Background: an optimization exercise with open tools, aiming at small area. Do not read the settings as production practice.
Function was checked by simulation only, so behaviour that the tests miss may differ from the original.
Power is estimated from default activity; no workload was simulated.

==> design/flow/config.mk <==
export PLATFORM = sky130hd
export DESIGN_NAME = notch_pair
export DESIGN_NICKNAME = notch_pair
export VERILOG_FILES = /design/flow/design.v
export SDC_FILE = /design/flow/constraint.sdc
export NUM_CORES = 4
export LEC_CHECK = 0
export ABC_CLOCK_PERIOD_IN_PS = 75000
export CAP_MARGIN = 0
export CORE_MARGIN = 2
export CORE_UTILIZATION = 55
export SLEW_MARGIN = 0
==> design/flow/constraint.sdc <==
create_clock -name core_clock -period 75.0 [get_ports {clk}]
set_input_delay 15.0000 -clock core_clock [delete_from_list [all_inputs] [get_ports {clk}]]
set_output_delay 15.0000 -clock core_clock [all_outputs]
set_load 0.01 [all_outputs]
==> design/flow/design.v <==
module notch_step (
    input  wire [55:0] base,
    input  wire [3:0]  c,
    input  wire        cl,
    input  wire        sub,
    input  wire [39:0] y,
    output wire [55:0] s
);
    wire one0 = c[0] ^ cl;
    wire two0 = (c[1] & ~c[0] & ~cl) | (~c[1] & c[0] & cl);
    wire neg0 = c[1] ^ sub;
    wire one1 = c[2] ^ c[1];
    wire two1 = (c[3] & ~c[2] & ~c[1]) | (~c[3] & c[2] & c[1]);
    wire neg1 = c[3] ^ sub;
    wire [40:0] y1 = {y[39], y};
    wire [40:0] y2 = {y, 1'b0};
    wire [40:0] r0 = (({41{one0}} & y1) | ({41{two0}} & y2)) ^ {41{neg0}};
    wire [40:0] r1 = (({41{one1}} & y1) | ({41{two1}} & y2)) ^ {41{neg1}};
    wire [55:0] a  = base;
    wire [42:0] b0 = {~r0[40], r0[40], r0};
    wire [42:0] b1 = {~r1[40], r1[39:0], neg1, neg1};
    wire [55:0] p, g;
    genvar i;
    generate for (i = 0; i < 56; i = i + 1) begin : g_cs
        if (i <= 42) begin : lo
            assign p[i] = a[i] ^ b0[i] ^ b1[i];
            assign g[i] = (a[i] & b0[i]) | (a[i] & b1[i]) | (b0[i] & b1[i]);
        end else begin : hi
            assign p[i] = ~a[i];
            assign g[i] = a[i];
        end
    end endgenerate
    wire [55:0] q = {g[54:0], neg1};
    wire [56:0] cr;
    assign cr[0] = neg0;
    generate for (i = 0; i < 56; i = i + 1) begin : g_rip
        assign s[i] = p[i] ^ q[i] ^ cr[i];
        assign cr[i+1] = (p[i] & q[i]) | (p[i] & cr[i]) | (q[i] & cr[i]);
    end endgenerate
endmodule
module notch_pair (
    input  wire        clk,
    input  wire        rst,
    input  wire        cfg_we,
    input  wire        cfg_sel,
    input  wire        cfg_en,
    input  wire [15:0] cfg_b0,
    input  wire [15:0] cfg_b1,
    input  wire [15:0] cfg_b2,
    input  wire [15:0] cfg_a1,
    input  wire [15:0] cfg_a2,
    input  wire        in_valid,
    output wire        in_ready,
    input  wire [15:0] in_x,
    input  wire        in_bad,
    output reg         out_valid,
    output wire [15:0] out_y,
    output wire        out_sat,
    output wire        out_bad
);
    reg  [159:0] coef;
    reg  [1:0]   en;
    reg  [1:0]   steady;
    reg  [15:0]  xs0, xs1, xs2, xs3;
    reg  [39:0]  ys0, ys1, ys2, ys3;
    reg          busy;
    reg          nt;         
    reg  [2:0]   t;          
    reg  [1:0]   k;          
    reg  [15:0]  xv;         
    reg          fl;         
    reg          bad;
    reg  [55:0]  acc;
    assign in_ready = ~busy;
    assign out_y    = xv;
    assign out_sat  = fl;
    assign out_bad  = bad;
    wire accept    = in_valid & ~busy;
    wire computing = busy & (t < 3'd5);
    wire wb1       = busy & (t == 3'd5);    
    wire wb2       = busy & (t == 3'd6);    
    wire en_n     = nt ? en[1] : en[0];
    wire steady_n = nt ? steady[1] : steady[0];
    wire s_x  = (t == 3'd0) | steady_n;
    wire s_x1 = ~steady_n & ((t == 3'd1) | (t == 3'd6));
    wire s_x2 = ~steady_n & (t == 3'd2);
    wire s_y1 = ~steady_n & ((t == 3'd3) | (t == 3'd5));
    wire s_y2 = ~steady_n & (t == 3'd4);
    wire [15:0] xo = ({16{s_x}} & xv) | ({16{s_x1}} & xs0) | ({16{s_x2}} & xs1);
    wire [39:0] yo = ({40{s_y1}} & ys0) | ({40{s_y2}} & ys1);
    wire [39:0] yop = yo | {{9{xo[15]}}, xo, 15'd0};
    wire [41:0] rq  = acc[55:14];
    wire        ovf = ~((rq[41] == rq[40]) && (rq[40] == rq[39]));
    wire [39:0] rc  = ovf ? {rq[41], {39{~rq[41]}}} : rq[39:0];
    wire [39:0] rb  = (t == 3'd0) ? 40'd0 : rc;
    wire        sub = (t == 3'd3) | (t == 3'd4);
    wire [55:0] base = (k == 2'd0) ? {{14{rb[39]}}, rb, sub, sub}
                                   : {acc[51:0], sub, sub, sub, sub};
    wire        msel = busy ? nt : cfg_sel;
    wire [79:0] cn = msel ? coef[79:0] : coef[159:80];
    reg  [15:0] cw;
    always @(*) begin
        case (t)
            3'd0:    cw = cn[79:64];
            3'd1:    cw = cn[63:48];
            3'd2:    cw = cn[47:32];
            3'd3:    cw = cn[31:16];
            default: cw = cn[15:0];
        endcase
    end
    wire [16:0] cwx = {cw, 1'b0};
    wire [3:0]  cd  = (k == 2'd0) ? cwx[16:13] : (k == 2'd1) ? cwx[12:9] :
                      (k == 2'd2) ? cwx[8:5] : cwx[4:1];
    wire        cl  = (k == 2'd0) ? cwx[12] : (k == 2'd1) ? cwx[8] :
                      (k == 2'd2) ? cwx[4] : cwx[0];
    wire [55:0] nxt;
    notch_step u_step (.base(base), .c(cd), .cl(cl), .sub(sub), .y(yop), .s(nxt));
    wire [40:0] rnd  = {ys2[39], ys2} + 41'd16384;
    wire [25:0] q    = rnd[40:15];
    wire        q_hi = ~q[25] & (|q[24:15]);
    wire        q_lo = q[25] & ~(&q[24:15]);
    wire [15:0] yq   = q_hi ? 16'h7fff : q_lo ? 16'h8000 : q[15:0];
    wire [79:0] cfg_all = {cfg_b0, cfg_b1, cfg_b2, cfg_a1, cfg_a2};
    wire        en_sel  = cfg_sel ? en[1] : en[0];
    wire        cfg_change = (cfg_en & ~en_sel) | (cfg_all != cn);
    always @(posedge clk) begin
        if (rst | (cfg_we & ~cfg_sel)) coef[159:80] <= cfg_all;
        if (rst | (cfg_we & cfg_sel))  coef[79:0]   <= cfg_all;
        if (rst | (cfg_we & ~cfg_sel)) en[0] <= cfg_en & ~rst;
        if (rst | (cfg_we & cfg_sel))  en[1] <= cfg_en & ~rst;
        acc <= nxt;
        if (wb1) begin
            ys0 <= ys2;
            ys1 <= ys3;
            ys2 <= rc;
            ys3 <= yop;
        end
        if (wb2) begin
            xs0 <= xs2;
            xs1 <= xs3;
            xs2 <= xv;
            xs3 <= yop[30:15];
        end
        if (rst) begin
            steady    <= 2'b11;
            busy      <= 1'b0;
            out_valid <= 1'b0;
        end else begin
            out_valid <= 1'b0;
            if (accept) begin
                xv  <= in_bad ? 16'd0 : in_x;
                fl  <= 1'b0;
                bad <= in_bad;
                nt  <= 1'b0;
                t   <= 3'd0;
                k   <= 2'd0;
                if (in_bad) begin
                    steady    <= 2'b11;
                    out_valid <= 1'b1;
                end else begin
                    busy <= 1'b1;
                end
            end
            if (computing) begin
                if (t == 3'd4 && k == 2'd0 && en_n)
                    fl <= fl | ovf;
                k <= k + 2'd1;
                if (k == 2'd3)
                    t <= t + 3'd1;
            end
            if (wb1) begin
                if (en_n)
                    fl <= fl | ovf;
                t <= 3'd6;
            end
            if (wb2) begin
                if (en_n) begin
                    xv <= yq;
                    fl <= fl | q_hi | q_lo;
                end
                steady[nt] <= 1'b0;
                t  <= 3'd0;
                nt <= 1'b1;
                if (nt) begin
                    busy      <= 1'b0;
                    out_valid <= 1'b1;
                end
            end
            if (cfg_we) begin
                if (cfg_change)
                    steady[cfg_sel] <= 1'b1;
            end
        end
    end
endmodule
==> design/flow/flow/run.sh <==
#!/bin/bash
# The standard layout (the standard.sh, ORFS), with three changes to how
# it is made:
#  - synthesis maps logic with an area-oriented abc script (synth.tcl, area.abc);
#  - ports are buffered with the smallest buffer (buf_1) instead of a delay cell;
#  - clock tree: sink clusters of up to 24 flip-flops on clkbuf_16, no dummy loads.
# Each step's full output is in orfs/logs; make's output in standard_finish.log.
set -euo pipefail
export NOTCH_ABC_SCRIPT=$PWD/flow/area.abc
CTS="-sink_clustering_enable -repair_clock_nets -dont_use_dummy_load"
CTS="$CTS -sink_clustering_size 24 -sink_clustering_max_diameter 120"
CTS="$CTS -buf_list {sky130_fd_sc_hd__clkbuf_16}"
bash standard.sh \
  "SYNTH_SCRIPT=$PWD/flow/synth.tcl" \
  "BUFFER_PORTS_ARGS=-buffer_cell sky130_fd_sc_hd__buf_1" \
  "CTS_ARGS=$CTS" \
  finish > standard_finish.log 2>&1
==> design/flow/flow/area.abc <==
&get -n
&st
&dch
&nf -a -R 1000
&put
topo
dnsize -c
==> design/flow/flow/synth.tcl <==
# The standard synthesis (synth_recipe.tcl), with one change: abc maps the
# logic with an area-oriented script (area.abc) instead of ORFS's speed script.
# Registers, their names and cell types are untouched by abc.
proc synth {args} { yosys synth -nofsm -noshare {*}$args }
proc abc {args} {
  set i [lsearch -exact $args -script]
  if { $i >= 0 } {
    set args [lreplace $args [expr {$i + 1}] [expr {$i + 1}] $::env(NOTCH_ABC_SCRIPT)]
  }
  yosys abc {*}$args
}
source $::env(SCRIPTS_DIR)/synth.tcl
# left out here: clear keep_hierarchy, flatten, clean up, hide names made inside functions, write 1_2_yosys.v
==> design/flow/standard.sh <==
#!/bin/bash
# synth_recipe.tcl (not shown) runs the flow's synth.tcl, then flattens the netlist and writes it again
# the make line also repeats each setting of config.mk as NAME=value (left out here)
make -C /OpenROAD-flow-scripts/flow DESIGN_CONFIG=/design/flow/config.mk WORK_HOME=/design/flow/orfs CLKGATE_MAP_FILE= SYNTH_SCRIPT=/design/flow/synth_recipe.tcl "${@:-finish}"
==> results of run 1 <==
## cell type report
cell class,instances,area [µm²],area share
flip-flops and latches,470,13510,0.5680
multi-input cells,948,7908,0.3324
repair buffers,151,675.6,0.02840
well taps,518,648.1,0.02724
clock buffers,23,575.6,0.02419
inverters,124,470.5,0.01977
## cell families (layout without fill, tap and decap cells)
logic type	Yosys count	count (layout)	synth area share
flops	470	470	0.6196
xor+xnor	130	130	0.05220
fa+ha+maj	105	105	0.09293
simple gates	228	228	0.04761
mux	89	89	0.04119
compound gates	396	396	0.1250
buf+inv	125	298	0.02151
## per-layer routing
layer	global-route usage	share of wire
met3	0.05209	0.084
met5	0	0
met2	0.3662	0.43
met1	0.4090	0.47
met4	0.04979	0.016
## synth_stat cells, drive strengths merged (3+ instances only)
cell / instances
a31oi: 6
dfxtp: 60
a22oi: 48
o22ai: 122
xor2: 57
nor2: 39
a21boi: 3
edfxtp: 410
o21a: 11
o31ai: 4
mux2i: 83
a222oi: 15
nor4: 12
a21o: 6
clkinv: 124
nor2b: 3
o2bb2ai: 37
a21oi: 65
fa: 95
a22o: 3
o311ai: 3
nor3: 8
nand3: 17
a211oi: 8
o21ai: 26
or3: 3
ha: 10
nand4: 10
xnor2: 73
a221oi: 20
mux2: 6
o211ai: 3
nand2: 106
and3: 24
o2111ai: 4
## power by group through the flow
stage                     clock network [mW]  logic, mW  registers [mW]
after global routing                   0.143      0.419           0.350
final                                  0.132      0.365           0.347
after CTS                              0.135      0.370           0.347
after floorplan                            0      0.259           0.346
after detailed placement                   0      0.360           0.353
after global placement                     0      0.364           0.353
## final timing paths
| check | cells past startpoint | to | start |
|---|---|---|---|
| setup reg to reg | 80 | acc[55] | busy |
| setup / recovery | 81 | acc[55] | cfg_sel |
| hold reg to reg | 0 | ys0[1] | ys2[1] |
| hold / removal | 0 | ys0[1] | ys2[1] |
## state kept, by name, summed over array words and instances (netlist names), 3 cells and up
register,flops
coef,160
acc,56
ys0,40
ys1,40
ys2,40
ys3,40
xs0,16
xs1,16
xs2,16
xs3,16
xv,16
t,3
==> flow_summary.toml, run 1 <==
[status]
status = "complete, no violations"

[routing]
wl_per_cell_um = 23.28
route.detailed.drc = 0
finalWirelength_um = 52020
vias = 13756
first_pass_iters = 5
vias_per_cell = 6.158
drtIter0Drc = 1286
ant_nets = 0

[worst_setup_path]
worst_path_max_delay_cell = "buf_4"
crit_arrival_ps = 41950
path_delay_family = "adder cells"
rrSetupSlack_ps = 47430
cp-start-kind = "input port"
path_class = "input port to register"
crit_path_end_kind = "register"
required_ps = 75510
crit_top_cell = "fa_1"
path_buf_inv = 12
path_max_fanout = 57
slowest_delay_ps = 860

[power_and_ir_drop]
power_mw = 0.8445
switching_share = 0.3657
power_density_nw_per_um2 = 35.50
seqPwrFrac = 0.411
power.internal_mw = 0.5357
p_clk_frac = 0.156
p_switching_mw = 0.3088
peakVddDrop_mv = 0.02152
power_frac_comb = 0.432
p_leak_nw = 8.096

[sta]
fin_crit_sh = 0.5527
hold-worst-slack_ps = 404.8
relSlewSlack = 0.1573
final_hold_viol_count = 0
max_freq_mhz = 24.13
rsz0062_at_grt = "no"
min_period_ps = 41450
finalSetupViolations = 0
setup_slack_ps = 33550
fin_tns_setup_ps = 0
finalClockSkew_ps = 32.14
tightest_slew_ps = 1259
slew_violations = 0

[place]
io_buffers = 122
place_area_um2 = 23210
pre_cts_slack_ps = 32870
gp_congestion = 0.8889
dp_cells = 2211
dp_hpwl_um = 36500

[floorplanning]
die-area_um2 = 41270
ios = 123
rows = 72
core_um2 = 38920
start_util = 0.5604
die_h_um = 203.1
die_w_um = 203.1

[grt]
gr-total-overflow = 0
grt_pass1_wl_um = 80730
grt_use_total = 0.2561
first_global_vias = 13342
grt_max_degree = 96
antenna_found_initial = 0

[yosys]
yosysSeqAreaShare = 0.6196
synth_top_area_cell = "edfxtp_1"
synth_area_um2 = 21810
synth_edf_count = 410
synth_top_area_frac = 0.5645
ys_seq_elements = 470
synth.area.top_cells = "edfxtp_1, fa_1, dfxtp_1"
yosysWarnings = 1
syn_avg_cell_area_um2 = 14.14
synthArstFlopShare = 0
yosys_most_used_dff = "edfxtp_1"
synth_cells = 1543
synth_nets = 1751
ys_types = 50

[clock_tree]
cts.sink_count = 470
cts_resized = 0
cts_buffers = 23
ctsHoldBuffers = 0
max-clock-path-buffers = 3
clk_transition_reported_paths_ps = 90
postCtsSetupBuffers = 0
cts_tree = "done"
htreeDepth = 1
cts-root-buf = "clkbuf_16"
worstSkewPairLatency_ps = 580

[layout]
final_common_cell = "edfxtp_1"
n_antenna_cell = 0
syn_to_final_growth_pct = 9.075
finalInstanceArea_um2 = 23790
fin_nets = 1926
mostFrequentLayoutCells = "edfxtp_1, clkinv_1, o22ai_1, buf_1, nand2_1"
fin_cells = 2234
drive_gt1_frac = 0.03671
nFillCells = 3112
finish.utilization = 0.6113

[hold_path]
hp-class = "register to register"

[run]
drv.max_cap_violation_count = 0
==> inputs of run 2 (changes only) <==
==> design/flow/run.sh (new file) <==
#!/bin/bash
# synth_recipe.tcl (not shown) runs the flow's synth.tcl, then flattens the netlist and writes it again
# the make line also repeats each setting of config.mk as NAME=value (left out here)
make -C /OpenROAD-flow-scripts/flow DESIGN_CONFIG=/design/flow/config.mk WORK_HOME=/design/flow/orfs CLKGATE_MAP_FILE= SYNTH_SCRIPT=/design/flow/synth_recipe.tcl finish
--- a/design/flow/config.mk
+++ b/design/flow/config.mk
@@ -10,3 +10,6 @@
 export CORE_MARGIN = 2
 export CORE_UTILIZATION = 55
+export CTS_BUF_LIST = sky130_fd_sc_hd__clkbuf_16
+export CTS_CLUSTER_DIAMETER = 120
+export CTS_CLUSTER_SIZE = 24
 export SLEW_MARGIN = 0
removed: design/flow/flow/run.sh
removed: design/flow/flow/area.abc
removed: design/flow/flow/synth.tcl
removed: design/flow/standard.sh
==> run 2 against run 1 <==
Hold slack better by 12 ps. Critical path depth is 8 lower. Maximum frequency is 0.85% lower. Global-route usage is 3.8 points higher. Cell count is 14% higher. Worst setup slack worse by 360 ps. Register-to-register slack better by 60 ps. First-iteration DRC count is 66% higher. Critical endpoint is now acc[54]. Largest power group unchanged.
==> flow_summary.toml, run 2 <==
[place]
place_area_um2 = 26050
dp_cells = 2508
dp_hpwl_um = 48350
io_buffers = 122
gp_congestion = 0.9411

[layout]
n_antenna_cell = 0
syn_to_final_growth_pct = 9.732
fin_cells = 2550
largest_reg_flops = 160
drive_gt1_frac = 0.07661
fin_nets = 2149
mostFrequentLayoutCells = "edfxtp_1, nand2_1, clkdlybuf4s50_1"
final_common_cell = "edfxtp_1"
finalInstanceArea_um2 = 26720
top_regs = "coef (160), acc (56)"
max_flop_register = "coef"

[grt]
first_global_vias = 15793
grt_use_total = 0.2939
grt_pass1_wl_um = 102100
antenna_found_initial = 0
grt_max_degree = 91
gr-total-overflow = 0

[clock_tree]
postCtsSetupBuffers = 0
cts.sink_count = 470
worstSkewPairLatency_ps = 600
max-clock-path-buffers = 3
cts_resized = 0
cts_tree = "done"
ctsHoldBuffers = 0
clk_transition_reported_paths_ps = 100
htreeDepth = 1
cts_buffers = 23
cts-root-buf = "clkbuf_16"

[yosys]
synth_common_cells = "edfxtp_1, nand2_1, a21oi_1"
synth_area_um2 = 24350
ys_seq_elements = 470
ys_types = 82
synthArstFlopShare = 0
syn_avg_cell_area_um2 = 12.86
synth_top_area_cell = "edfxtp_1"
synth.area.top_cells = "edfxtp_1, fa_1, dfxtp_1"
yosys_most_used_dff = "edfxtp_1"
synth.most_common_cell = "edfxtp_1"
synth_edf_count = 410
yosysSeqAreaShare = 0.5550
yosysWarnings = 1
synth_top_area_frac = 0.5056
synth_nets = 2101
synth_cells = 1893

[routing]
ant_nets = 0
vias_per_cell = 6.432
vias = 16402
wl_per_cell_um = 26.59
finalWirelength_um = 67810
first_pass_iters = 8
drtIter0Drc = 2136
route.detailed.drc = 0

[sta]
final_hold_viol_count = 0
rsz0062_at_grt = "no"
finalClockSkew_ps = 33.96
fin_crit_sh = 0.5574
relSlewSlack = 0.1347
hold-worst-slack_ps = 416.9
slew_violations = 0
min_period_ps = 41810
max_freq_mhz = 23.92
fin_tns_setup_ps = 0
tightest_slew_ps = 1298
finalSetupViolations = 0

[power_and_ir_drop]
peakVddDrop_mv = 0.02764
p_leak_nw = 9.383
power_density_nw_per_um2 = 32.95

[floorplanning]
core_um2 = 43930
die-area_um2 = 45970
ios = 123
rows = 77
die_h_um = 214.4
start_util = 0.5543
die_w_um = 214.4

[worst_setup_path]
path_class = "input port to register"
slowest_delay_ps = 940
worst_path_max_delay_cell = "buf_4"
required_ps = 75540
cp-start-kind = "input port"
crit_top_cell = "fa_1"
crit_path_end_kind = "register"
path_max_fanout = 64
crit_arrival_ps = 42340

[run]
drv.max_cap_violation_count = 0

[status]
status = "complete, no violations"

[hold_path]
hp-class = "register to register"
-- run 2: power breakdown --
part | switching, mW | internal (mW)
logic | 0.238 | 0.158
registers | 0.0156 | 0.328
clock network | 0.0831 | 0.0572
total | 0.337 | 0.544
-- run 2: area by class of cell --
class                      instances  area [µm²]
sequential                       470       13510
tap                              592       740.7
clock buffer                      23       575.6
timing repair buffer             165        1544
inverter                          73       279.0
fill                            3615       17210
multi-input combinational       1208        9972
clock inverter                    19       95.09
-- run 2: path summary, 6_finish.rpt --
path	from	cells past startpoint	end	slack, ps
hold reg to reg	ys3[6]	0	ys1[6]	420
setup reg to reg	busy	72	acc[54]	47490
setup / recovery	cfg_sel	73	acc[54]	33190
hold / removal	ys3[6]	0	ys1[6]	420
-- run 2: kinds of logic (layout without fill, tap and decap cells) --
kind of cell / count (synthesis) / after routing / share of synthesized area
compound gates: 460 / 460 / 0.1439
mux: 133 / 133 / 0.05791
simple gates: 384 / 384 / 0.07492
buf+inv: 215 / 280 / 0.03890
fa+ha+maj: 107 / 107 / 0.08407
xor+xnor: 124 / 124 / 0.04537
flops: 470 / 470 / 0.5550
-- run 2: metal layers --
metal,wire length (µm),GRT usage
met2,30360,0.4461
met4,2560,0.09583
met1,29560,0.4377
met3,5325,0.04468
met5,0,0
-- run 2: stage by stage --
| step | util | power, mW | setup WS [ps] |
|---|---|---|---|
| 3_5_place_dp | 0.5929 | 0.7400 | 32480 |
| 2_1_floorplan | - | 0.6079 | 35800 |
| 5_1_grt | 0.6082 | 0.9382 | 31960 |
| 3_3_place_gp | 0.5929 | 0.7315 | 32830 |
| 6_report | 0.6082 | 0.8804 | 33190 |
| 4_1_cts | 0.6082 | 0.8820 | 33070 |
-- run 2: worst max-delay path, delay by kind of cell --
family	cells	cell delay, ps
adder cells (fa/ha/maj)	54	21750
buffers and inverters	10	2170
AO/OA/AOI/OAI	4	1240
multiplexers	2	1220
XOR/XNOR	2	500
AND/OR/NAND/NOR	1	440
==> inputs of run 3 (changes only) <==
--- a/design/flow/design.v
+++ b/design/flow/design.v
@@ -64,7 +64,9 @@
     reg  [15:0]  xs0, xs1, xs2, xs3;
     reg  [39:0]  ys0, ys1, ys2, ys3;
+    reg          ph;
     reg          busy;
     reg          nt;         
     reg  [2:0]   t;          
+    reg          st;         
     reg  [1:0]   k;          
     reg  [15:0]  xv;         
@@ -77,16 +79,20 @@
     assign out_bad  = bad;
     wire accept    = in_valid & ~busy;
-    wire computing = busy & (t < 3'd5);
+    wire computing = busy & ~st & (t < 3'd5);
     wire wb1       = busy & (t == 3'd5);    
-    wire wb2       = busy & (t == 3'd6);    
+    wire wb2       = busy & (t == 3'd7);    
+    wire fr        = ph ~^ nt;              
     wire en_n     = nt ? en[1] : en[0];
     wire steady_n = nt ? steady[1] : steady[0];
     wire s_x  = (t == 3'd0) | steady_n;
-    wire s_x1 = ~steady_n & ((t == 3'd1) | (t == 3'd6));
+    wire s_x1 = ~steady_n & ((t == 3'd1) | (t == 3'd7));
     wire s_x2 = ~steady_n & (t == 3'd2);
     wire s_y1 = ~steady_n & ((t == 3'd3) | (t == 3'd5));
     wire s_y2 = ~steady_n & (t == 3'd4);
-    wire [15:0] xo = ({16{s_x}} & xv) | ({16{s_x1}} & xs0) | ({16{s_x2}} & xs1);
-    wire [39:0] yo = ({40{s_y1}} & ys0) | ({40{s_y2}} & ys1);
+    wire [15:0] xo = ({16{s_x}} & xv) |
+                     ({16{s_x1 & fr}} & xs0) | ({16{s_x1 & ~fr}} & xs2) |
+                     ({16{s_x2 & fr}} & xs1) | ({16{s_x2 & ~fr}} & xs3);
+    wire [39:0] yo = ({40{s_y1 & fr}} & ys0) | ({40{s_y1 & ~fr}} & ys2) |
+                     ({40{s_y2 & fr}} & ys1) | ({40{s_y2 & ~fr}} & ys3);
     wire [39:0] yop = yo | {{9{xo[15]}}, xo, 15'd0};
     wire [41:0] rq  = acc[55:14];
@@ -116,5 +122,5 @@
     wire [55:0] nxt;
     notch_step u_step (.base(base), .c(cd), .cl(cl), .sub(sub), .y(yop), .s(nxt));
-    wire [40:0] rnd  = {ys2[39], ys2} + 41'd16384;
+    wire [40:0] rnd  = {ys0[39], ys0} + 41'd16384;
     wire [25:0] q    = rnd[40:15];
     wire        q_hi = ~q[25] & (|q[24:15]);
@@ -130,16 +136,13 @@
         if (rst | (cfg_we & cfg_sel))  en[1] <= cfg_en & ~rst;
         acc <= nxt;
-        if (wb1) begin
-            ys0 <= ys2;
-            ys1 <= ys3;
-            ys2 <= rc;
-            ys3 <= yop;
-        end
-        if (wb2) begin
-            xs0 <= xs2;
-            xs1 <= xs3;
-            xs2 <= xv;
-            xs3 <= yop[30:15];
-        end
+        ys0 <= ys2;
+        ys1 <= ys3;
+        ys2 <= wb1 ? rc : ys0;
+        ys3 <= wb1 ? yop : ys1;
+        xs0 <= xs2;
+        xs1 <= xs3;
+        xs2 <= wb2 ? xv : xs0;
+        xs3 <= wb2 ? yop[30:15] : xs1;
+        ph  <= ~ph & ~rst;
         if (rst) begin
             steady    <= 2'b11;
@@ -155,4 +158,5 @@
                 t   <= 3'd0;
                 k   <= 2'd0;
+                st  <= ~ph;          
                 if (in_bad) begin
                     steady    <= 2'b11;
@@ -162,4 +166,6 @@
                 end
             end
+            if (st)
+                st <= 1'b0;
             if (computing) begin
                 if (t == 3'd4 && k == 2'd0 && en_n)
@@ -174,4 +180,6 @@
                 t <= 3'd6;
             end
+            if (busy & (t == 3'd6))
+                t <= 3'd7;
             if (wb2) begin
                 if (en_n) begin
==> design/flow/flow/run.sh (new file) <==
#!/bin/bash
# The standard layout (the standard.sh, ORFS), with three changes to how
# it is made:
#  - synthesis maps logic with an area-oriented abc script (synth.tcl, area.abc);
#  - ports are buffered with the smallest buffer (buf_1) instead of a delay cell;
#  - clock tree: sink clusters of up to 24 flip-flops on clkbuf_16, no dummy loads.
# Each step's full output is in orfs/logs; make's output in standard_finish.log.
set -euo pipefail
export NOTCH_ABC_SCRIPT=$PWD/flow/area.abc
CTS="-sink_clustering_enable -repair_clock_nets -dont_use_dummy_load"
CTS="$CTS -sink_clustering_size 24 -sink_clustering_max_diameter 120"
CTS="$CTS -buf_list {sky130_fd_sc_hd__clkbuf_16}"
bash standard.sh \
  "SYNTH_SCRIPT=$PWD/flow/synth.tcl" \
  "BUFFER_PORTS_ARGS=-buffer_cell sky130_fd_sc_hd__buf_1" \
  "CTS_ARGS=$CTS" \
  finish > standard_finish.log 2>&1
==> design/flow/flow/area.abc (new file) <==
&get -n
&st
&dch
&nf -a -R 1000
&put
topo
dnsize -c
==> design/flow/flow/synth.tcl (new file) <==
# The standard synthesis (synth_recipe.tcl), with one change: abc maps the
# logic with an area-oriented script (area.abc) instead of ORFS's speed script.
# Registers, their names and cell types are untouched by abc.
proc synth {args} { yosys synth -nofsm -noshare {*}$args }
proc abc {args} {
  set i [lsearch -exact $args -script]
  if { $i >= 0 } {
    set args [lreplace $args [expr {$i + 1}] [expr {$i + 1}] $::env(NOTCH_ABC_SCRIPT)]
  }
  yosys abc {*}$args
}
source $::env(SCRIPTS_DIR)/synth.tcl
# left out here: clear keep_hierarchy, flatten, clean up, hide names made inside functions, write 1_2_yosys.v
==> design/flow/standard.sh (new file) <==
#!/bin/bash
# synth_recipe.tcl (not shown) runs the flow's synth.tcl, then flattens the netlist and writes it again
# the make line also repeats each setting of config.mk as NAME=value (left out here)
make -C /OpenROAD-flow-scripts/flow DESIGN_CONFIG=/design/flow/config.mk WORK_HOME=/design/flow/orfs CLKGATE_MAP_FILE= SYNTH_SCRIPT=/design/flow/synth_recipe.tcl "${@:-finish}"
--- a/design/flow/config.mk
+++ b/design/flow/config.mk
@@ -9,7 +9,4 @@
 export CAP_MARGIN = 0
 export CORE_MARGIN = 2
-export CORE_UTILIZATION = 55
-export CTS_BUF_LIST = sky130_fd_sc_hd__clkbuf_16
-export CTS_CLUSTER_DIAMETER = 120
-export CTS_CLUSTER_SIZE = 24
+export CORE_UTILIZATION = 70
 export SLEW_MARGIN = 0
removed: design/flow/run.sh
==> run 3 against run 2 <==
Synthesized cell count down 3.8%. Hold slack got worse by 88 ps. Maximum frequency is 1.4% higher. Flip-flop and latch count grew 2. Register-to-register slack better by 110 ps. Power is 3.4% higher. Count of clock-buffer cells in the layout stayed put. Critical endpoint unchanged. Critical path type unchanged. Still clean on timing, DRC and antenna. Cell count is 6.4% lower.
==> flow_summary.toml, run 3 <==
[sta]
min_period_ps = 41240
relSlewSlack = 0.1278
slew_violations = 0
fin_crit_sh = 0.5498
finalClockSkew_ps = 28.69
rsz0062_at_grt = "no"
final_hold_viol_count = 0
tightest_slew_ps = 1296
fin_tns_setup_ps = 0
max_freq_mhz = 24.25
finalSetupViolations = 0

[hold_path]
whs_endpoint = "ys1[5]"
min-delay-start = "ys3[5]"
hp-class = "register to register"
whs_path_depth = 0

[clock_tree]
clk_transition_reported_paths_ps = 90
cts_tree = "done"
cts_resized = 0
cts-root-buf = "clkbuf_16"
postCtsSetupBuffers = 0
worstSkewPairLatency_ps = 550
ctsHoldBuffers = 0
cts_buffers = 23
cts.sink_count = 472
htreeDepth = 1
max-clock-path-buffers = 3

[layout]
largest_reg_flops = 160
syn_to_final_growth_pct = 8.822
top_regs = "coef (160), acc (56)"
fin_nets = 2209
max_flop_register = "coef"
final_common_cell = "dfxtp_1"
mostFrequentLayoutCells = "dfxtp_1, nand2_1, edfxtp_1"
nFillCells = 1999
n_antenna_cell = 0
fin_cells = 2388
drive_gt1_frac = 0.03403

[yosys]
synth_top_area_frac = 0.2713
synth_common_cells = "dfxtp_1, nand2_1, edfxtp_1"
synth_edf_count = 187
synthArstFlopShare = 0
syn_avg_cell_area_um2 = 11.54
synth_area_um2 = 21030
synth.area.top_cells = "dfxtp_1, edfxtp_1, fa_1"
ys_seq_elements = 472
synth_cells = 1822
synth_nets = 2031
synth_top_area_cell = "dfxtp_1"
yosys_most_used_dff = "dfxtp_1"
yosysWarnings = 1
yosysSeqAreaShare = 0.5382
ys_types = 45
synth.most_common_cell = "dfxtp_1"

[worst_setup_path]
ff2ff_path_depth = 73
slowest_delay_ps = 670
crit_path_end_kind = "register"
cp-start-kind = "input port"
rr_startpoint = "busy"
path_buf_inv = 9
rrSetupSlack_ps = 47600
r2r-end = "acc[54]"
path_delay_family = "adder cells"
worst_path_max_delay_cell = "buf_4"
crit_top_cell = "fa_1"
required_ps = 75500
path_class = "input port to register"
path_max_fanout = 44
crit_arrival_ps = 41730

[status]
status = "complete, no violations"

[floorplanning]
die_h_um = 177.3
core_um2 = 29640
rows = 63
ios = 123
die-area_um2 = 31450
start_util = 0.7097
die_w_um = 177.3

[power_and_ir_drop]
p_switching_mw = 0.3507
switching_share = 0.3851
p_clk_frac = 0.144
power_density_nw_per_um2 = 39.78
peakVddDrop_mv = 0.04599
p_leak_nw = 8.366
power_frac_comb = 0.438
power.internal_mw = 0.5599
seqPwrFrac = 0.417

[routing]
finalWirelength_um = 56320
route.detailed.drc = 0
first_pass_iters = 7
wl_per_cell_um = 23.58
vias_per_cell = 6.722
ant_nets = 0
vias = 16051
drtIter0Drc = 2169

[place]
dp_hpwl_um = 38740
io_buffers = 122
dp_cells = 2365
gp_congestion = 0.8956

[grt]
met1_usage = 0.4722
antenna_found_initial = 0
gr-total-overflow = 0
met3_usage = 0.04070
grt_use_met2 = 0.5914
first_global_vias = 15711
grt_max_degree = 102
grt_pass1_wl_um = 86730
grt_use_total = 0.3573
busiest_layer = "met2"

[run]
drv.max_cap_violation_count = 0
==> run 3: changes by cell type in the layout (fill, tap and decap cells not counted), moves of 93 or more <==
cell             delta
clkdlybuf4s50_1   -122
dfxtp_1           +225
buf_1             +122
nand2_1            +93
edfxtp_1          -223
o22ai_1           +146
o21ai_0           +115
==> run 3: cell type report <==
cell class / instances / area (µm²) / share of cell area
inverter: 84 / 315.3 / 0.01377
multi-input combinational: 1266 / 9499 / 0.4150
tap: 390 / 488.0 / 0.02132
clock buffer: 23 / 575.6 / 0.02514
timing repair buffer: 153 / 690.7 / 0.03017
sequential: 472 / 11320 / 0.4946
==> run 3: worst reg2reg max path, delay by kind of cell (launching register included) <==
family          cells  cell delay, ps
mux                 3             950
fa+ha+maj          54           21670
flops               1             640
compound gates      5             770
xor+xnor            3             700
buf+inv             8            2650
==> run 3: cells by family (layout without fill, tap and decap cells) <==
| kind of cell | count (synthesis) | after routing | synth area share |
|---|---|---|---|
| AO/OA/AOI/OAI | 538 | 538 | 0.1682 |
| flip-flops | 472 | 472 | 0.5382 |
| AND/OR/NAND/NOR | 387 | 387 | 0.07810 |
| XOR/XNOR | 143 | 143 | 0.05954 |
| adder cells (fa/ha/maj) | 106 | 106 | 0.09696 |
| multiplexers | 92 | 92 | 0.04402 |
| buffers and inverters | 84 | 260 | 0.01499 |
==> run 3: metrics by stage <==
| step | hold WS (ps) | power [mW] | util | setup slack, ps | area [µm²] |
|---|---|---|---|---|---|
| global route | 329.7 | 0.9745 | 0.7723 | 32460 | 22890 |
| detailed placement | 333.6 | 0.7740 | 0.7529 | 33050 | 22310 |
| global placement | 330.4 | 0.7579 | 0.7529 | 33560 | 22310 |
| finish | 328.8 | 0.9106 | 0.7723 | 33760 | 22890 |
| CTS | 328.4 | 0.9083 | 0.7723 | 33650 | 22890 |
| floorplan | 326.2 | 0.6453 | - | 26880 | 21030 |
==> run 3: power by group through the flow <==
stage	Clock, mW	Combinational, mW	Sequential, mW
finish	0.132	0.399	0.380
global route	0.140	0.449	0.386
CTS	0.132	0.398	0.378
detailed placement	0	0.390	0.384
global placement	0	0.376	0.382
floorplan	0	0.275	0.370
==> run 3: worst max-delay path by stage <==
stage / depth (start not counted) / end / start
3_5_place_dp: 74 / acc[54] / cfg_sel
2_1_floorplan: 69 / acc[54] / cfg_sel
5_1_grt: 74 / acc[54] / cfg_sel
3_3_place_gp: 74 / acc[54] / cfg_sel
6_report: 74 / acc[54] / cfg_sel
4_1_cts: 74 / acc[54] / cfg_sel
==> run 3: per-layer routing <==
metal / vias to the layer above / routed length [µm]
met4: 0 / 3049
met2: 898 / 26930
met3: 183 / 4693
li1: 7162 / -
met1: 7808 / 21640
met5: - / 0
==> inputs of run 4 (changes only) <==
--- a/design/flow/config.mk
+++ b/design/flow/config.mk
@@ -9,4 +9,4 @@
 export CAP_MARGIN = 0
 export CORE_MARGIN = 2
-export CORE_UTILIZATION = 70
+export CORE_UTILIZATION = 55
 export SLEW_MARGIN = 0
==> run 4 against run 3 <==
First-iteration DRC count down 47%. Flip-flop and latch count unchanged. Largest cell class unchanged. Power down 0.85%. Worst setup slack better by 230 ps. Wire length up 0.15%. Maximum frequency up 0.55%. Hold slack better by 9.9 ps. Synthesized cell count unchanged. Global-route usage down 7.4 points. Core utilization down 16 points.
==> flow_summary.toml, run 4 <==
[layout]
finish.utilization = 0.6127
final_common_cell = "dfxtp_1"
fin_cells = 2513
largest_reg_flops = 160
top_regs = "coef (160), acc (56)"
syn_to_final_growth_pct = 9.720
fin_nets = 2211
drive_gt1_frac = 0.03550
max_flop_register = "coef"
mostFrequentLayoutCells = "dfxtp_1, nand2_1, edfxtp_1"

[worst_setup_path]
crit_path_end_kind = "register"
worst_path_max_delay_cell = "buf_4"
rrSetupSlack_ps = 47860
cp-start-kind = "input port"
r2r-end = "acc[54]"
crit_arrival_ps = 41510
crit_top_cell = "fa_1"
path_class = "input port to register"
ff2ff_path_depth = 74
required_ps = 75500
slowest_delay_ps = 670
path_max_fanout = 42
rr_startpoint = "busy"

[yosys]
synth_top_area_frac = 0.2713
syn_avg_cell_area_um2 = 11.54
synthAdderAreaFrac = 0.09696
synth_nets = 2031
synth.area.top_cells = "dfxtp_1, edfxtp_1, fa_1"
yosys_most_used_dff = "dfxtp_1"
synth_common_cells = "dfxtp_1, nand2_1, edfxtp_1"
synthMuxAreaShare = 0.04402
synth_top_area_cell = "dfxtp_1"
synth_xor_area_frac = 0.05954
synth_top_family_by_area = "compound AO/OA/AOI/OAI gates"
ys_seq_elements = 472
synth_edf_count = 187
synth_area_um2 = 21030
synthArstFlopShare = 0
yosysSeqAreaShare = 0.5382
yosysWarnings = 1
ys_types = 45
synth_cells = 1822
synth_simple_gate_area_frac = 0.07810
synth-compound-area-share = 0.1682
synth.most_common_cell = "dfxtp_1"

[status]
status = "complete, no violations"

[clock_tree]
cts_tree = "done"
cts_buffers = 23
worstSkewPairLatency_ps = 570
max-clock-path-buffers = 3
clk_transition_reported_paths_ps = 90
htreeDepth = 1
postCtsSetupBuffers = 0
cts-root-buf = "clkbuf_16"
cts_resized = 0
ctsHoldBuffers = 0
cts.sink_count = 472

[routing]
drtIter0Drc = 1144
vias = 15302
route.detailed.drc = 0
finalWirelength_um = 56400
ant_nets = 0
first_pass_iters = 6
vias_per_cell = 6.089
wl_per_cell_um = 22.44

[sta]
hold-worst-slack_ps = 338.7
fin_crit_sh = 0.5468
relSlewSlack = 0.2804
fin_tns_setup_ps = 0
slew_violations = 0
max_freq_mhz = 24.38
final_hold_viol_count = 0
tightest_slew_ps = 1075
finalSetupViolations = 0
rsz0062_at_grt = "no"
finalClockSkew_ps = 25.22
min_period_ps = 41010

[run]
drv.max_cap_violation_count = 0

[grt]
gr-total-overflow = 0
antenna_found_initial = 1
first_global_vias = 15227
grt_pass1_wl_um = 86640
grt_use_total = 0.2834
grt_max_degree = 85

[power_and_ir_drop]
peakVddDrop_mv = 0.02908
power_mw = 0.9029
power_density_nw_per_um2 = 39.12
p_leak_nw = 8.373

[floorplanning]
die_h_um = 199.6
core_um2 = 37670
start_util = 0.5584
rows = 71
ios = 123
die-area_um2 = 39820
die_w_um = 199.6

[place]
dp_hpwl_um = 39250
dp_cells = 2488
io_buffers = 122
gp_congestion = 0.9132

[hold_path]
whs_endpoint = "ys1[13]"
min-delay-start = "ys3[13]"
whs_path_depth = 0
hp-class = "register to register"
[run 4: cell counts after synthesis]
Identical to the previous run, type by type.
[run 4: cell families (layout without fill, tap and decap cells)]
family,Yosys count,count (layout)
mux,92,92
other cells,0,2
fa+ha+maj,106,106
flops,472,472
buf+inv,84,262
simple gates,387,387
compound gates,538,538
xor+xnor,143,143
[run 4: power breakdown]
group	internal [mW]	switching [mW]
Combinational	0.162	0.228
Sequential	0.339	0.0403
Clock	0.0550	0.0782
[run 4: how the worst max path moves through the flow]
stage | from | end | slack (ps)
3_5_place_dp | cfg_sel | acc[54] | 33210
5_1_grt | cfg_sel | acc[54] | 32610
4_1_cts | cfg_sel | acc[54] | 33820
2_1_floorplan | cfg_sel | acc[54] | 26880
6_report | cfg_sel | acc[54] | 33990
3_3_place_gp | cfg_sel | acc[54] | 33600
[run 4: per-layer routing]
| layer | vias to the layer above | global-route usage | wire length (µm) | share of wire |
|---|---|---|---|---|
| met5 | - | 0 | 0 | 0 |
| met4 | 0 | 0.08834 | 1452 | 0.026 |
| met3 | 83 | 0.02397 | 3069 | 0.054 |
| met2 | 470 | 0.4991 | 28530 | 0.51 |
| met1 | 7555 | 0.3720 | 23360 | 0.41 |
| li1 | 7194 | - | - | - |
[run 4: final cells by class]
| class | instances | area (µm²) |
|---|---|---|
| sequential | 472 | 11320 |
| multi-input combinational | 1266 | 9517 |
| timing repair buffer | 155 | 705.7 |
| fill | 3192 | 14590 |
| clock buffer | 23 | 575.6 |
| antenna | 2 | 5.005 |
| tap | 511 | 639.4 |
| inverter | 84 | 315.3 |
[run 4: per-stage QoR]
stage / setup WS [ps] / instance area (µm²)
2_1_floorplan: 26880 / 21030
3_3_place_gp: 33600 / 22500
3_5_place_dp: 33210 / 22500
4_1_cts: 33820 / 23070
5_1_grt: 32610 / 23080
6_report: 33990 / 23080
[run 4: critical path, delay by kind of cell]
kind	cells	cell delay, ps
compound gates	5	830
xor+xnor	2	530
fa+ha+maj	54	21570
buf+inv	7	2080
mux	3	850
simple gates	4	580
==> inputs of run 5 (changes only) <==
--- a/design/flow/flow/run.sh
+++ b/design/flow/flow/run.sh
@@ -9,5 +9,5 @@
 export NOTCH_ABC_SCRIPT=$PWD/flow/area.abc
 CTS="-sink_clustering_enable -repair_clock_nets -dont_use_dummy_load"
-CTS="$CTS -sink_clustering_size 24 -sink_clustering_max_diameter 120"
+CTS="$CTS -sink_clustering_size 28 -sink_clustering_max_diameter 120"
 CTS="$CTS -buf_list {sky130_fd_sc_hd__clkbuf_16}"
 bash standard.sh \
==> run 5 against run 4 <==
Largest cell class unchanged. Still clean on timing, DRC and antenna. Die area unchanged. Non-clock buffer count stayed put. Highest routed layer unchanged. Hold slack improved by 11 ps.
==> flow_summary.toml, run 5 <==
[sta]
min_period_ps = 41010
rsz0062_at_grt = "no"
relSlewSlack = 0.2840
fin_crit_sh = 0.5468
slew_violations = 0
finalSetupViolations = 0
tightest_slew_ps = 1067
fin_tns_setup_ps = 0
max_freq_mhz = 24.38
setup_slack_ps = 33990
finalClockSkew_ps = 18.48
final_hold_viol_count = 0
hold-worst-slack_ps = 349.3

[grt]
antenna_found_initial = 1
first_global_vias = 15138
grt_use_total = 0.2814
grt_pass1_wl_um = 86370
gr-total-overflow = 0
grt_max_degree = 85

[layout]
syn_to_final_growth_pct = 9.351
mostFrequentLayoutCells = "dfxtp_1, nand2_1, edfxtp_1"
nFillCells = 3205
fin_nets = 2208
area.sequential_um2 = 11320
drive_gt1_frac = 0.03405
multi_input_area_um2 = 9517
largest_reg_flops = 160
top_regs = "coef (160), acc (56)"
final_common_cell = "dfxtp_1"
max_flop_register = "coef"

[yosys]
synth_area_um2 = 21030
yosysSeqAreaShare = 0.5382
yosysWarnings = 1
synth_cells = 1822
synth_top_area_frac = 0.2713
synth.area.top_cells = "dfxtp_1, edfxtp_1, fa_1"
yosys_most_used_dff = "dfxtp_1"
synthArstFlopShare = 0
synth_common_cells = "dfxtp_1, nand2_1, edfxtp_1"
syn_avg_cell_area_um2 = 11.54
ys_types = 45
synth_nets = 2031
synth_top_area_cell = "dfxtp_1"
synth.most_common_cell = "dfxtp_1"
ys_seq_elements = 472
synth_edf_count = 187

[floorplanning]
die_h_um = 199.6
ios = 123
die_w_um = 199.6
start_util = 0.5584
core_um2 = 37670
die-area_um2 = 39820
rows = 71

[clock_tree]
htreeDepth = 1
postCtsSetupBuffers = 0
cts-root-buf = "clkbuf_16"
cts.sink_count = 472
cts_tree = "done"
max-clock-path-buffers = 3
cts_buffers = 20
clk_transition_reported_paths_ps = 110
worstSkewPairLatency_ps = 540
cts_resized = 0
ctsHoldBuffers = 0

[power_and_ir_drop]
power_mw = 0.8928
p_leak_nw = 8.336
seqPwrFrac = 0.425
p_clk_frac = 0.138
power_density_nw_per_um2 = 38.81
switching_share = 0.3847
power_frac_comb = 0.437
power.internal_mw = 0.5493
p_switching_mw = 0.3434
peakVddDrop_mv = 0.02915

[worst_setup_path]
slowest_delay_ps = 680
cp-start-kind = "input port"
path_max_fanout = 42
required_ps = 75500
path_buf_inv = 7
crit_top_cell = "fa_1"
crit_path_end_kind = "register"
crit_arrival_ps = 41510
worst_path_max_delay_cell = "buf_4"
path_delay_family = "adder cells"
path_class = "input port to register"

[routing]
first_pass_iters = 6
vias_per_cell = 6.119
drtIter0Drc = 1195
vias = 15353
wl_per_cell_um = 22.43
ant_nets = 0
route.detailed.drc = 0
finalWirelength_um = 56270

[run]
drv.max_cap_violation_count = 0

[place]
dp_hpwl_um = 39250
io_buffers = 122
pre_cts_slack_ps = 33210
gp_congestion = 0.9132

[hold_path]
hp-class = "register to register"

[status]
status = "complete, no violations"
run 5: cell count changes in the layout (fill, tap and decap cells not counted), sizes merged:
cell / change
clkbuf: -3
diode: -1
run 5: kinds of logic (layout without fill, tap and decap cells):
| group | after synthesis | count (layout) | share of synthesized area |
|---|---|---|---|
| buf+inv | 84 | 259 | 0.01499 |
| xor+xnor | 143 | 143 | 0.05954 |
| flops | 472 | 472 | 0.5382 |
| simple gates | 387 | 387 | 0.07810 |
| fa+ha+maj | 106 | 106 | 0.09696 |
| compound gates | 538 | 538 | 0.1682 |
| other cells | 0 | 1 | 0 |
| mux | 92 | 92 | 0.04402 |
run 5: layout make-up:
class	instances	area share
diodes	1	0.0001088
clock buffers	20	0.02176
inverters	84	0.01371
multi-input cells	1266	0.4138
flip-flops and latches	472	0.4922
well taps	511	0.02780
repair buffers	155	0.03068
run 5: through the flow:
stage / cells / utilization / instance area [µm²]
after floorplan: 1822 / - / 21030
after global placement: 2488 / 0.5973 / 22500
after detailed placement: 2488 / 0.5973 / 22500
after CTS: 2508 / 0.6106 / 23000
after global routing: 2509 / 0.6107 / 23000
final: 2509 / 0.6107 / 23000
run 5: path summary, 6_finish.rpt:
path              startpoint       to  slack, ps  cells after the start
hold reg to reg      ys2[25]  ys0[25]        350                      0
setup reg to reg        busy  acc[54]      47870                     74
setup / recovery     cfg_sel  acc[54]      33990                     75
hold / removal       ys2[25]  ys0[25]        350                      0
run 5: power by group through the flow:
stage / clock (mW) / sequential (mW) / combinational [mW]
global route: 0.134 / 0.386 / 0.446
floorplan: 0 / 0.370 / 0.275
detailed placement: 0 / 0.384 / 0.388
global placement: 0 / 0.383 / 0.384
CTS: 0.126 / 0.379 / 0.394
finish: 0.123 / 0.380 / 0.390
run 5: per-layer routing:
layer / GRT usage / part of all wire / wire (µm)
met3: 0.02278 / 0.050 / 2833
met4: 0.07599 / 0.025 / 1404
met5: 0 / 0 / 0
met1: 0.3702 / 0.42 / 23560
met2: 0.5006 / 0.51 / 28480
==> inputs of run 6 (changes only) <==
--- a/design/flow/config.mk
+++ b/design/flow/config.mk
@@ -9,4 +9,4 @@
 export CAP_MARGIN = 0
 export CORE_MARGIN = 2
-export CORE_UTILIZATION = 55
+export CORE_UTILIZATION = 65
 export SLEW_MARGIN = 0
==> run 6 against run 5 <==
Non-clock buffer count is the same. Sequential power is essentially flat. Clock power is essentially flat. Count of clock-buffer cells in the layout is the same. Flip-flop and latch count is the same. Sequential share of layout area grew 0.33 points. Power grew 0.34%. Highest routed layer unchanged.
==> flow_summary.toml, run 6 <==
[routing]
first_pass_iters = 8
drtIter0Drc = 1739
wl_per_cell_um = 23.14
ant_nets = 0
vias = 15724
vias_per_cell = 6.554
finalWirelength_um = 55520
route.detailed.drc = 0

[hold_path]
hp-class = "register to register"
min-delay-start = "ys2[31]"
whs_endpoint = "ys0[31]"
whs_path_depth = 0

[yosys]
synth_top_area_frac = 0.2713
synth_area_um2 = 21030
synthArstFlopShare = 0
synth.most_common_cell = "dfxtp_1"
synth_common_cells = "dfxtp_1, nand2_1, edfxtp_1"
syn_avg_cell_area_um2 = 11.54
synth_edf_count = 187
synth_nets = 2031
yosys_most_used_dff = "dfxtp_1"
yosysWarnings = 1
synth_cells = 1822
ys_types = 45
yosysSeqAreaShare = 0.5382
synth.area.top_cells = "dfxtp_1, edfxtp_1, fa_1"
ys_seq_elements = 472
synth_top_area_cell = "dfxtp_1"

[clock_tree]
cts_tree = "done"
max-clock-path-buffers = 3
clk_transition_reported_paths_ps = 110
postCtsSetupBuffers = 0
cts_resized = 0
cts.sink_count = 472
worstSkewPairLatency_ps = 550
htreeDepth = 1
cts_buffers = 20
ctsHoldBuffers = 0
cts-root-buf = "clkbuf_16"

[worst_setup_path]
path_max_fanout = 59
slowest_delay_ps = 860
path_class = "input port to register"
r2r-end = "acc[54]"
path_buf_inv = 9
worst_path_max_delay_cell = "buf_4"
cp-start-kind = "input port"
rr_startpoint = "busy"
crit_arrival_ps = 41830
crit_top_cell = "fa_1"
path_delay_family = "adder cells"
rrSetupSlack_ps = 47530
required_ps = 75490
crit_path_end_kind = "register"
ff2ff_path_depth = 73

[layout]
fin_nets = 2208
syn_to_final_growth_pct = 8.619
multi_input_area_um2 = 9502
mostFrequentLayoutCells = "dfxtp_1, nand2_1, edfxtp_1"
n_antenna_cell = 0
max_flop_register = "coef"
area.sequential_um2 = 11320
final_common_cell = "dfxtp_1"
drive_gt1_frac = 0.03405
nFillCells = 2329
top_regs = "coef (160), acc (56)"
largest_reg_flops = 160

[grt]
busiest_layer = "met2"
gr-total-overflow = 0
first_global_vias = 15575
grt_use_total = 0.3311
grt_use_met2 = 0.5592
met1_usage = 0.4383
antenna_found_initial = 0
grt_max_degree = 85
grt_pass1_wl_um = 86910
met3_usage = 0.03744

[floorplanning]
die_h_um = 183.9
die-area_um2 = 33820
start_util = 0.6632
rows = 65
ios = 123
die_w_um = 183.9
core_um2 = 31720

[power_and_ir_drop]
p_leak_nw = 8.340
power_mw = 0.8958
power_density_nw_per_um2 = 39.21
peakVddDrop_mv = 0.03428

[sta]
finalSetupViolations = 0
setup_slack_ps = 33660
slew_violations = 0
fin_tns_setup_ps = 0
min_period_ps = 41340
finalClockSkew_ps = 28.88
relSlewSlack = 0.2784
final_hold_viol_count = 0
rsz0062_at_grt = "no"
fin_crit_sh = 0.5513
tightest_slew_ps = 1073
max_freq_mhz = 24.19

[run]
drv.max_cap_violation_count = 0

[place]
dp_hpwl_um = 38510
pre_cts_slack_ps = 32990
gp_congestion = 0.9092
io_buffers = 122

[status]
status = "complete, no violations"
-- run 6: changes by cell type in the layout (fill, tap and decap cells not counted) --
cell     previous run  this run
nor2_2              3         6
nor2_4              3         0
diode_2             1         0
-- run 6: metrics by stage --
step | cell area (µm²) | util | cells | hold WS [ps]
CTS | 22850 | 0.7203 | 2399 | 335.3
detailed placement | 22350 | 0.7045 | 2379 | 332.4
global placement | 22350 | 0.7045 | 2379 | 331.5
global route | 22850 | 0.7203 | 2399 | 342.4
finish | 22850 | 0.7203 | 2399 | 336.3
floorplan | 21030 | - | 1822 | 326.2
-- run 6: area by class of cell --
| type | instances | area share |
|---|---|---|
| Timing Repair Buffer | 155 | 0.03089 |
| Clock buffer | 20 | 0.02191 |
| Sequential cell | 472 | 0.4955 |
| Multi-Input combinational cell | 1266 | 0.4159 |
| Inverter | 84 | 0.01380 |
| Tap cell | 402 | 0.02202 |
-- run 6: how the worst max path moves through the flow --
stage / start / endpoint / slack [ps] / depth (start not counted)
after floorplan: cfg_sel / acc[54] / 26880 / 69
after global placement: cfg_sel / acc[54] / 33480 / 74
after detailed placement: cfg_sel / acc[54] / 32990 / 74
after CTS: cfg_sel / acc[54] / 33570 / 74
after global routing: cfg_sel / acc[54] / 32440 / 74
final: cfg_sel / acc[54] / 33660 / 74
-- run 6: per-layer routing --
metal | share of wire | vias to the layer above
li1 | - | 7174
met1 | 0.40 | 7639
met2 | 0.48 | 781
met3 | 0.074 | 130
met4 | 0.042 | 0
met5 | 0 | -
-- run 6: logic make-up (layout without fill, tap and decap cells) --
group	count (synthesis)	after routing	synth area share
simple gates	387	387	0.07810
buf+inv	84	259	0.01499
compound gates	538	538	0.1682
fa+ha+maj	106	106	0.09696
mux	92	92	0.04402
xor+xnor	143	143	0.05954
flops	472	472	0.5382
-- run 6: power breakdown --
group | switching [mW] | internal (mW) | total (mW)
Sequential | 0.0400 | 0.339 | 0.379
Combinational | 0.230 | 0.164 | 0.394
Clock | 0.0744 | 0.0483 | 0.123
==> inputs of run 7 (changes only) <==
--- a/design/flow/flow/run.sh
+++ b/design/flow/flow/run.sh
@@ -4,5 +4,5 @@
 #  - synthesis maps logic with an area-oriented abc script (synth.tcl, area.abc);
 #  - ports are buffered with the smallest buffer (buf_1) instead of a delay cell;
-#  - clock tree: sink clusters of up to 24 flip-flops on clkbuf_16, no dummy loads.
+#  - clock tree: sink clusters of up to 28 flip-flops on clkbuf_16, no dummy loads.
 # Each step's full output is in orfs/logs; make's output in standard_finish.log.
 set -euo pipefail
==> run 7 against run 6 <==
Combinational power about the same. Largest power group unchanged. First-iteration DRC count is the same. Wire length is the same. Critical path depth unchanged. Clock power about the same. Worst setup slack stayed put. Synthesized cell count is the same. Maximum frequency is the same. Global-route usage unchanged. Power unchanged. Critical path type unchanged.
==> flow_summary.toml, run 7 <==
[status]
status = "complete, no violations"

[power_and_ir_drop]
power_mw = 0.8958
power_density_nw_per_um2 = 39.21
peakVddDrop_mv = 0.03428
p_leak_nw = 8.340

[floorplanning]
start_util = 0.6632
ios = 123
die_w_um = 183.9
rows = 65
die_h_um = 183.9
die-area_um2 = 33820
core_um2 = 31720

[sta]
final_hold_viol_count = 0
fin_crit_sh = 0.5513
fin_tns_setup_ps = 0
rsz0062_at_grt = "no"
finalClockSkew_ps = 28.88
tightest_slew_ps = 1073
min_period_ps = 41340
slew_violations = 0
setup_slack_ps = 33660
relSlewSlack = 0.2784
max_freq_mhz = 24.19
hold-worst-slack_ps = 336.3
finalSetupViolations = 0

[grt]
gr-total-overflow = 0
grt_max_degree = 85
first_global_vias = 15575
grt_use_total = 0.3311
antenna_found_initial = 0
grt_pass1_wl_um = 86910

[clock_tree]
worstSkewPairLatency_ps = 550
clk_transition_reported_paths_ps = 110
cts_tree = "done"
htreeDepth = 1
cts_resized = 0
max-clock-path-buffers = 3
postCtsSetupBuffers = 0
cts.sink_count = 472
ctsHoldBuffers = 0
cts_buffers = 20
cts-root-buf = "clkbuf_16"

[yosys]
synth_cells = 1822
synth_top_area_frac = 0.2713
synth.most_common_cell = "dfxtp_1"
synth.area.top_cells = "dfxtp_1, edfxtp_1, fa_1"
yosys_most_used_dff = "dfxtp_1"
yosysSeqAreaShare = 0.5382
synth_area_um2 = 21030
synth_common_cells = "dfxtp_1, nand2_1, edfxtp_1"
syn_avg_cell_area_um2 = 11.54
synth_top_area_cell = "dfxtp_1"
synth_nets = 2031
ys_types = 45
synth_edf_count = 187
ys_seq_elements = 472
yosysWarnings = 1
synthArstFlopShare = 0

[layout]
final_common_cell = "dfxtp_1"
fin_nets = 2208
finish.utilization = 0.7203
syn_to_final_growth_pct = 8.619
fin_cells = 2399
largest_reg_flops = 160
top_regs = "coef (160), acc (56)"
finalInstanceArea_um2 = 22850
drive_gt1_frac = 0.03405
mostFrequentLayoutCells = "dfxtp_1, nand2_1, edfxtp_1"
nFillCells = 2329
n_antenna_cell = 0
max_flop_register = "coef"

[worst_setup_path]
crit_path_end_kind = "register"
crit_arrival_ps = 41830
rrSetupSlack_ps = 47530
cp-start-kind = "input port"
path_max_fanout = 59
cp-startpoint = "cfg_sel"
rr_startpoint = "busy"
ff2ff_path_depth = 73
worst_path_max_delay_cell = "buf_4"
path_class = "input port to register"
r2r-end = "acc[54]"
required_ps = 75490
slowest_delay_ps = 860
crit_top_cell = "fa_1"

[place]
dp_hpwl_um = 38510
place_area_um2 = 22350
io_buffers = 122
gp_congestion = 0.9092
dp_cells = 2379
pre_cts_slack_ps = 32990

[routing]
wl_per_cell_um = 23.14
first_pass_iters = 8
vias = 15724
drtIter0Drc = 1739
route.detailed.drc = 0
finalWirelength_um = 55520
ant_nets = 0
vias_per_cell = 6.554

[run]
drv.max_cap_violation_count = 0

[hold_path]
whs_path_depth = 0
hp-class = "register to register"
whs_endpoint = "ys0[31]"
min-delay-start = "ys2[31]"
-- run 7: worst max-delay path by stage --
stage / endpoint / cells after the start
final: acc[54] / 74
after global routing: acc[54] / 74
after CTS: acc[54] / 74
after detailed placement: acc[54] / 74
after global placement: acc[54] / 74
after floorplan: acc[54] / 69
-- run 7: cells by family (layout without fill, tap and decap cells) --
| logic type | count (synthesis) | in the layout | synth area share |
|---|---|---|---|
| AOI/OAI and AO/OA | 538 | 538 | 0.1682 |
| DFF | 472 | 472 | 0.5382 |
| and+or+nand+nor | 387 | 387 | 0.07810 |
| xor gates and xnor gates | 143 | 143 | 0.05954 |
| adders and majority gates | 106 | 106 | 0.09696 |
| muxes | 92 | 92 | 0.04402 |
| buffers and inverters | 84 | 259 | 0.01499 |
-- run 7: per-layer routing --
layer,part of all wire,track usage
met5,0,0
met2,0.48,0.5592
met4,0.042,0.1373
met1,0.40,0.4383
met3,0.074,0.03744
-- run 7: layout make-up --
cell class	count	area, µm²	area share
Tap cell	402	503.0	0.02202
Clock buffer	20	500.5	0.02191
Timing Repair Buffer	155	705.7	0.03089
Multi-Input combinational cell	1266	9502	0.4159
Sequential cell	472	11320	0.4955
Inverter	84	315.3	0.01380
-- run 7: report_power, final --
group	leakage (nW)	internal, mW	total [mW]	switching [mW]
clock network	0.246	0.0483	0.123	0.0744
registers	4.23	0.339	0.379	0.0400
logic	3.87	0.164	0.394	0.230
-- run 7: worst max-delay path, delay by kind of cell --
kind / cells / cell delay [ps]
XOR/XNOR: 3 / 740
buffers and inverters: 9 / 2730
multiplexers: 3 / 890
AO/OA/AOI/OAI: 5 / 740
adder cells (fa/ha/maj): 54 / 21660
==> inputs of run 8 (changes only) <==
--- a/design/flow/design.v
+++ b/design/flow/design.v
@@ -151,4 +151,6 @@
         end else begin
             out_valid <= 1'b0;
+            if (st)
+                st <= 1'b0;
             if (accept) begin
                 xv  <= in_bad ? 16'd0 : in_x;
@@ -166,6 +168,4 @@
                 end
             end
-            if (st)
-                st <= 1'b0;
             if (computing) begin
                 if (t == 3'd4 && k == 2'd0 && en_n)
==> run 8 against run 7 <==
Flip-flop and latch count unchanged. Sequential share of layout area about the same. Still clean. Global-route usage decreased by 0.27 points. Critical path depth decreased by 1. Clock power about the same. Clock skew increased by 4.0 ps. Maximum frequency decreased by 0.51%. Worst setup slack got worse by 210 ps. Via count increased by 0.46%. Critical endpoint unchanged.
==> flow_summary.toml, run 8 <==
[worst_setup_path]
crit_path_end_kind = "register"
slowest_delay_ps = 800
cp-start-kind = "input port"
path_class = "input port to register"
crit_arrival_ps = 42050
worst_path_max_delay_cell = "buf_4"
required_ps = 75500
path_max_fanout = 51
crit_top_cell = "fa_1"
ff2ff_path_depth = 72

[yosys]
synth_nets = 2028
ys_seq_elements = 472
yosysSeqAreaShare = 0.5386
ys_types = 44
synth_area_um2 = 21020
synth_top_area_cell = "dfxtp_1"
yosys_most_used_dff = "dfxtp_1"
synth.area.top_cells = "dfxtp_1, edfxtp_1, fa_1"
synth_cells = 1819
syn_avg_cell_area_um2 = 11.56
synth_common_cells = "dfxtp_1, nand2_1, edfxtp_1"
yosysWarnings = 1
synth_edf_count = 187
synth_top_area_frac = 0.2714
synthArstFlopShare = 0
synth.most_common_cell = "dfxtp_1"

[sta]
relSlewSlack = 0.2365
finalSetupViolations = 0
tightest_slew_ps = 1141
setup_slack_ps = 33440
final_hold_viol_count = 0
slew_violations = 0
fin_tns_setup_ps = 0
hold-worst-slack_ps = 341.3
rsz0062_at_grt = "no"
fin_crit_sh = 0.5541
max_freq_mhz = 24.06
finalClockSkew_ps = 32.87
min_period_ps = 41560

[routing]
finalWirelength_um = 55030
wl_per_cell_um = 22.98
vias = 15796
vias_per_cell = 6.595
ant_nets = 0
first_pass_iters = 7
drtIter0Drc = 2223
route.detailed.drc = 0

[floorplanning]
ios = 123
die-area_um2 = 33790
rows = 65
start_util = 0.6627
die_w_um = 183.8
die_h_um = 183.8
core_um2 = 31720

[clock_tree]
htreeDepth = 1
ctsHoldBuffers = 0
cts.sink_count = 472
worstSkewPairLatency_ps = 550
max-clock-path-buffers = 3
cts_buffers = 20
cts_tree = "done"
cts_resized = 0
cts-root-buf = "clkbuf_16"
postCtsSetupBuffers = 0
clk_transition_reported_paths_ps = 100

[layout]
fin_nets = 2204
top_regs = "coef (160), acc (56)"
largest_reg_flops = 160
area.sequential_um2 = 11320
max_flop_register = "coef"
final_common_cell = "dfxtp_1"
syn_to_final_growth_pct = 8.643
drive_gt1_frac = 0.03462
nFillCells = 2339
finish.utilization = 0.7200
n_antenna_cell = 0
mostFrequentLayoutCells = "dfxtp_1, nand2_1, edfxtp_1"
finalInstanceArea_um2 = 22840
multi_input_area_um2 = 9488
fin_cells = 2395

[status]
status = "complete, no violations"

[grt]
antenna_found_initial = 1
first_global_vias = 15205
grt_use_total = 0.3285
grt_max_degree = 112
gr-total-overflow = 0
grt_pass1_wl_um = 85960

[power_and_ir_drop]
p_leak_nw = 8.342
peakVddDrop_mv = 0.03940
power_density_nw_per_um2 = 38.75
power_mw = 0.8849

[place]
io_buffers = 122
place_area_um2 = 22340
dp_hpwl_um = 37360
dp_cells = 2375
pre_cts_slack_ps = 32740
gp_congestion = 0.8763

[run]
drv.max_cap_violation_count = 0

[hold_path]
hp-class = "register to register"
whs_path_depth = 0
==> run 8: where the power goes <==
part	internal (mW)	switching, mW	leakage (nW)
logic	0.157	0.224	3.87
registers	0.340	0.0411	4.23
clock network	0.0483	0.0748	0.246
==> run 8: cells by family (layout without fill, tap and decap cells) <==
logic type,after synthesis,after routing,synth area share
AO/OA/AOI/OAI,548,548,0.1701
flip-flops,472,472,0.5386
AND/OR/NAND/NOR,367,367,0.07357
XOR/XNOR,150,150,0.06250
adder cells (fa/ha/maj),106,106,0.09702
multiplexers,89,89,0.04268
buffers and inverters,87,261,0.01554
==> run 8: final timing paths <==
path,start,end,slack [ps]
worst min-delay path,ys2[4],ys0[4],340
worst min register to register,ys2[4],ys0[4],340
worst max-delay path,cfg_sel,acc[54],33440
worst max register to register,busy,acc[54],47280
==> run 8: worst max-delay path: cells and delay by family <==
| kind | cells | cell delay [ps] |
|---|---|---|
| fa+ha+maj | 54 | 21580 |
| buf+inv | 8 | 2620 |
| compound gates | 4 | 1240 |
| xor+xnor | 3 | 760 |
| mux | 3 | 700 |
| simple gates | 1 | 120 |
==> run 8: per-layer routing <==
metal  routed length, µm  vias up  share of wire  track usage
met5                   8        -        0.00015            0
met1               23980     7757           0.44       0.4999
met2               24340      827           0.44       0.4943
met4                 685        2          0.012      0.06080
li1                    -     7155              -            -
met3                6017       55           0.11      0.06815
==> run 8: area by class of cell <==
class                      instances  area share
tap                              402     0.02202
inverter                          87     0.01430
clock buffer                      20     0.02192
multi-input combinational       1260      0.4155
timing repair buffer             154     0.03057
sequential                       472      0.4957

[what the ideal ports hide]
The flow's constraints put no driver on any port. The routed layouts listed below were extracted and timed again, unchanged, in two steps. Step 1: set_driving_cell puts a clkbuf_16 on clk and a buf_2 on each other input, an assumption about the parent block. Step 2, shift: input delay + t, output delay - t, t = (earliest + latest rising clock arrival at the registers) / 2. This alone moves slack from input paths to output paths. Three values: ideal, step 1, step 2; two values: the first two.
run | t (ns) | slack for setup (ns) | clock arrival spread, ns
run 1 | 0.617 | 33.551 / 33.585 / 32.968 | 0.033 / 0.033
run 2 | 0.640 | 33.194 / 33.225 / 32.585 | 0.036 / 0.036
run 3 | 0.592 | 33.765 / 33.798 / 33.206 | 0.029 / 0.030
run 4 | 0.611 | 33.991 / 34.026 / 33.414 | 0.026 / 0.025
run 5 | 0.593 | 33.989 / 34.026 / 33.433 | 0.019 / 0.020
run 6 | 0.593 | 33.655 / 33.688 / 33.095 | 0.030 / 0.030
run 7 | 0.593 | 33.655 / 33.688 / 33.095 | 0.030 / 0.030
run 8 | 0.591 | 33.442 / 33.472 / 32.881 | 0.033 / 0.033
After both steps every run listed still meets setup and hold. For run 2, which loses most, drivers alone change the setup slack by +0.031 ns; drivers and shift together by -0.609 ns.
